Context: an optimization exercise on an open-source flow, tuned for small area, a short achievable clock period and few clock cycles per item. The choices shown serve that exercise and are no tape-out recipe.
The RTL was checked by simulation tests, not by an equivalence proof against the original design.
Power figures rest on the tool's default switching activity, not on a simulated workload.

// pu_condition
module pu_condition (
    input  wire         clk,
    input  wire         rst,
    input  wire [2:0]   cfg_depth,         
    input  wire [15:0]  cfg_width,         
    input  wire [5:0]   cfg_ob_w8,         
    input  wire         cfg_ob_side,       
    input  wire         cfg_ob_mode,       
    input  wire [15:0]  cfg_black_level,
    input  wire [15:0]  cfg_ob_clamp,
    input  wire [15:0]  cfg_pedestal,
    input  wire         cfg_flat_en,
    input  wire [3:0]   cfg_gain_frac,     
    input  wire [3:0]   cfg_ofs_shift,     
    input  wire [2:0]   cfg_cfa,           
    input  wire [15:0]  cfg_sat_level,
    input  wire         cfg_calib,
    input  wire         in_valid,
    output reg          in_ready,
    input  wire [15:0]  in_p,
    input  wire [15:0]  in_coef,
    input  wire         in_eof,
    output reg          out_valid,
    output reg  [15:0]  out_o,
    output reg          stat_valid,
    output wire [31:0]  stat_lines,
    output wire [31:0]  stat_ob_mean,
    output wire [63:0]  stat_ch_min,       
    output wire [63:0]  stat_ch_max,
    output wire [255:0] stat_ch_sum,       
    output wire [255:0] stat_ch_sumsq,
    output wire [127:0] stat_clip_low,     
    output wire [127:0] stat_clip_high,
    output wire [63:0]  stat_focus_total
);
    reg [2:0]  r_depth;
    reg [5:0]  r_obw8;
    reg        r_side, r_mode, r_flat, r_calib;
    reg [15:0] r_black, r_clamp, r_ped;
    reg [3:0]  r_gf, r_os;
    reg [2:0]  r_cfa;
    reg [4:0]  r_dsel;        
    reg [3:0]  r_gsel;        
    reg        r_mono;
    always @(posedge clk) begin
        r_depth <= cfg_depth;
        r_obw8  <= cfg_ob_w8;
        r_side  <= cfg_ob_side;
        r_mode  <= cfg_ob_mode;
        r_black <= cfg_black_level;
        r_clamp <= cfg_ob_clamp;
        r_flat  <= cfg_flat_en & ~cfg_calib;
        r_gf    <= cfg_gain_frac;
        r_os    <= cfg_ofs_shift;
        r_cfa   <= cfg_cfa;
        r_calib <= cfg_calib;
        r_ped   <= cfg_calib ? 16'd0 : cfg_pedestal;
        r_dsel  <= 5'd1 << cfg_depth;
        r_gsel  <= 4'd1 << (cfg_gain_frac[1:0] + 2'd1);
        r_mono  <= (cfg_cfa == 3'd0);
    end
    wire [8:0]  n_ob   = {r_obw8, 3'b000};
    wire        has_ob = (r_obw8 != 6'd0);
    wire [15:0] dmax   = {{2{r_dsel[4]}}, {2{|r_dsel[4:3]}}, {2{|r_dsel[4:2]}},
  ...
For scale: roughly 6400 cells after synthesis, about 1500 flip-flops, roughly 1200 I/O pins, ~0.069 mm2 of cells after synthesis.
Settings: LEC_CHECK=0, ABC_CLOCK_PERIOD_IN_PS=5000, CAP_MARGIN=20, CORE_MARGIN=2, CORE_UTILIZATION=40, SLEW_MARGIN=20; clock period 16.0 ns.
standard.sh (not shown) runs the stock make flow with config.mk's settings and CLKGATE_MAP_FILE= SYNTH_SCRIPT=/design/flow/synth_recipe.tcl, a recipe that flattens the netlist after the stock synthesis.
==> flow/flow/run.sh <==
#!/bin/bash
# The standard layout, with these changes to how it is made: the port
# buffers are plain buffers (sky130_fd_sc_hd__buf_2, which repair may
# resize) instead of the delay-cell buffers buffer_ports picks by default;
# timing repair aims for a setup margin, so that it works on paths well
# inside the clock period; clock tree synthesis adds no dummy loads and
# clusters up to 28 registers (90 um across) on a leaf buffer; and antenna
# repair may run more iterations.  The clock, constraints and synthesis are
# unchanged.
set -euo pipefail
export BUFFER_PORTS_ARGS="-buffer_cell sky130_fd_sc_hd__buf_2"
export SETUP_SLACK_MARGIN=11.2
export CTS_ARGS="-sink_clustering_enable -repair_clock_nets -dont_use_dummy_load -sink_clustering_size 28 -sink_clustering_max_diameter 90"
export MAX_REPAIR_ANTENNAS_ITER_GRT=10
export MAX_REPAIR_ANTENNAS_ITER_DRT=15
bash standard.sh > standard_flow.log 2>&1
Testbench counts at the start, summed over its fixed seeds: cycles 93,423, pixels 80,140.
==> next run, changes <==
==> flow/flow/run.sh (replaced) <==
#!/bin/bash
# The standard layout, with three changes to how it is made: the port
# buffers are plain buffers (sky130_fd_sc_hd__buf_2, which repair may
# resize) instead of the delay-cell buffers buffer_ports picks by default;
# timing repair aims for a setup margin, so that it works on paths well
# inside the clock period; and clock tree synthesis adds no dummy loads and
# clusters up to 28 registers (90 um across) on a leaf buffer.
# The clock, constraints and synthesis are unchanged.
set -euo pipefail
export BUFFER_PORTS_ARGS="-buffer_cell sky130_fd_sc_hd__buf_2"
export SETUP_SLACK_MARGIN=11.4
export CTS_ARGS="-sink_clustering_enable -repair_clock_nets -dont_use_dummy_load -sink_clustering_size 28 -sink_clustering_max_diameter 90"
bash standard.sh > standard_flow.log 2>&1
With this change the flow ran to the end with violations: antenna rules.
Combinational power barely changes.
Area after synthesis is unchanged.
Sequential cell count stays the same.
Fmax rose by 3.2%.
Worst setup slack is better by 0.15 ns.
Global-route usage rose by 0.34 points.
Clock power stays flat.
Design area rose by 1.5%.
Clock-buffer cell count rose by 2.
Via count stays flat.
Synthesized cell count does not change.
==> next run, changes <==
==> flow/flow/run.sh (replaced) <==
#!/bin/bash
# The standard layout, with these changes to how it is made: the port
# buffers are plain buffers (sky130_fd_sc_hd__buf_2, which repair may
# resize) instead of the delay-cell buffers buffer_ports picks by default;
# timing repair aims for a setup margin, so that it works on paths well
# inside the clock period; clock tree synthesis adds no dummy loads and
# clusters up to 25 registers (80 um across) on a leaf buffer; and antenna
# repair may run more iterations.  The clock, constraints and synthesis are
# unchanged.
set -euo pipefail
export BUFFER_PORTS_ARGS="-buffer_cell sky130_fd_sc_hd__buf_2"
export SETUP_SLACK_MARGIN=11.4
export CTS_ARGS="-sink_clustering_enable -repair_clock_nets -dont_use_dummy_load -sink_clustering_size 25 -sink_clustering_max_diameter 80"
export MAX_REPAIR_ANTENNAS_ITER_GRT=10
export MAX_REPAIR_ANTENNAS_ITER_DRT=15
bash standard.sh > standard_flow.log 2>&1
=> This time the run passed the timing, design-rule and antenna checks; register-to-register slack gains 0.03 ns; final cell count came out higher by 0.42%; non-clock buffer count came out higher by 26; power came out higher by 1.8%; area after synthesis is unchanged; via count came out higher by 0.68%; setup slack loses 0.016 ns; utilization came out higher by 0.51 points.

========
Another version of the RTL of pu_condition (not shown whole).
Size: roughly 6,600 cells after synthesis, ~1,200 I/O pins, about 70,000 um^2 of cells after synthesis.
## pu_condition
module pu_condition (
    input  wire         clk,
    input  wire         rst,
    input  wire [2:0]   cfg_depth,         
    input  wire [15:0]  cfg_width,         
    input  wire [5:0]   cfg_ob_w8,         
    input  wire         cfg_ob_side,       
    input  wire         cfg_ob_mode,       
    input  wire [15:0]  cfg_black_level,
    input  wire [15:0]  cfg_ob_clamp,
    input  wire [15:0]  cfg_pedestal,
    input  wire         cfg_flat_en,
    input  wire [3:0]   cfg_gain_frac,     
    input  wire [3:0]   cfg_ofs_shift,     
    input  wire [2:0]   cfg_cfa,           
    input  wire [15:0]  cfg_sat_level,
    input  wire         cfg_calib,
    input  wire         in_valid,
    output reg          in_ready,
    input  wire [15:0]  in_p,
    input  wire [15:0]  in_coef,
    input  wire         in_eof,
    output reg          out_valid,
    output reg  [15:0]  out_o,
    output reg          stat_valid,
    output wire [31:0]  stat_lines,
    output wire [31:0]  stat_ob_mean,
    output wire [63:0]  stat_ch_min,       
    output wire [63:0]  stat_ch_max,
    output wire [255:0] stat_ch_sum,       
    output wire [255:0] stat_ch_sumsq,
    output wire [127:0] stat_clip_low,     
    output wire [127:0] stat_clip_high,
    output wire [63:0]  stat_focus_total
);
    reg [2:0]  r_depth;
    reg [15:0] r_width;
    reg [5:0]  r_obw8;
    reg        r_side, r_mode, r_flat, r_calib;
    reg [15:0] r_black, r_clamp, r_ped, r_sat;
    reg [3:0]  r_gf, r_os;
    reg [2:0]  r_cfa;
    reg [4:0]  r_dsel;        
    reg [3:0]  r_gsel;        
  ...
==> flow/config.mk <==
export PLATFORM = sky130hd
export DESIGN_NAME = pu_condition
export DESIGN_NICKNAME = pu_condition
export VERILOG_FILES = /design/flow/design.v
export SDC_FILE = /design/flow/constraint.sdc
export NUM_CORES = 4
export LEC_CHECK = 0
export ABC_CLOCK_PERIOD_IN_PS = 5000
export CAP_MARGIN = 20
export CORE_MARGIN = 2
export CORE_UTILIZATION = 60
export PLACE_DENSITY = 0.72
export SLEW_MARGIN = 20
==> flow/constraint.sdc <==
create_clock -name core_clock -period 16.0 [get_ports {clk}]
set_input_delay 3.2000 -clock core_clock [delete_from_list [all_inputs] [get_ports {clk}]]
set_output_delay 3.2000 -clock core_clock [all_outputs]
set_load 0.01 [all_outputs]
==> flow/flow/run.sh <==
#!/bin/bash
# The standard layout, with three changes to how it is made: the port
# buffers are plain buffers (sky130_fd_sc_hd__buf_2, which repair may
# resize) instead of the delay-cell buffers buffer_ports picks by default;
# timing repair aims for a setup margin, so that it works on paths well
# inside the clock period; and clock tree synthesis adds no dummy loads.
# The clock, constraints and synthesis are unchanged.
set -euo pipefail
export BUFFER_PORTS_ARGS="-buffer_cell sky130_fd_sc_hd__buf_2"
export SETUP_SLACK_MARGIN=11.0
export CTS_ARGS="-sink_clustering_enable -repair_clock_nets -dont_use_dummy_load"
bash standard.sh > standard_flow.log 2>&1
Testbench counts at the start, summed over its fixed seeds: cycles 93,423, pixels 80,140.
Edit:
Settings changed: CORE_UTILIZATION 60 to 40, PLACE_DENSITY 0.72 to not set.
Hold slack gets better by 15 ps.
Core utilization decreases by 22 points.
Via count decreases by 2.4%.
Synthesized cell count is unchanged.

========
Another version of the RTL of pu_condition (not shown whole).
Size: about 6500 cells after synthesis, ~1500 flip-flops, about 0.070 sq mm of cells after synthesis.
export LEC_CHECK = 0
export ABC_CLOCK_PERIOD_IN_PS = 5000
export CAP_MARGIN = 20
export CORE_MARGIN = 2
export CORE_UTILIZATION = 40
export SLEW_MARGIN = 20
create_clock -name core_clock -period 16.0 [get_ports {clk}]
==> flow/flow/run.sh <==
#!/bin/bash
# The standard layout, with two changes to how it is made: the port buffers
# are plain buffers (sky130_fd_sc_hd__buf_2, which repair may resize) instead
# of the delay-cell buffers buffer_ports picks by default, and timing repair
# aims for a setup margin, so that it works on paths well inside the clock
# period.  The clock, constraints and synthesis are unchanged.
set -euo pipefail
export BUFFER_PORTS_ARGS="-buffer_cell sky130_fd_sc_hd__buf_2"
export SETUP_SLACK_MARGIN=11.0
bash standard.sh > standard_flow.log 2>&1
Testbench counts at the start, summed over its fixed seeds: cycles 93,559, pixels 80,140.
Then changed:
- CTS_BUF_LIST: not set -> sky130_fd_sc_hd__clkbuf_8
- CTS_CLUSTER_SIZE: not set -> 30
What happened: Die area stays the same. Critical path depth stays the same. Cell count is higher by 1.9%. Cell area came out lower by 0.34%. Register-to-register slack improved by 40 ps. Synthesized area is unchanged. First-iteration DRC count went down by 7.1%. Non-clock buffer count goes up by 4. Clock-buffer cell count went up by 119. Worst setup slack got worse by 18 ps. Total power goes down by 3.3%.

==> static timing again, ports no longer ideal <==
How much do the figures lean on ideal ports? The routed layouts below were timed once more, with nothing changed but the port constraints. Step 1, drivers: a clkbuf_16 drives clk and a buf_2 each remaining input, both assumed. Step 2 moves the port delays by t, midway between the first and last clock arrival at a register: inputs arrive t later, outputs are due t later. That takes back most of the time a late clock gives input paths. a / b / c = no drivers / after step 1 / after step 2; a / b = the first two.
run | shift t [ns] | slack for setup (ns) | pins driven straight from the clock port
the first run of note 1 | 0.783 | 11.205 / 11.123 / 10.610 | 1
the second run of note 1 | 0.775 | 11.354 / 11.276 / 10.698 | 1
the third run of note 1 | 0.804 | 11.337 / 11.260 / 10.680 | 1
the first run of note 2 | 0.831 | 11.043 / 10.978 / 11.043 | 1
the second run of note 2 | 0.877 | 11.015 / 10.923 / 11.047 | 1
the first run of note 3 | 0.901 | 11.094 / 11.000 / 11.213 | 1
the second run of note 3 | 1.062 | 11.077 / 10.996 / 11.254 | 1
The setup slack of the third run of note 1, which loses most, moves by -0.077 ns with the drivers and by -0.657 ns with both steps.
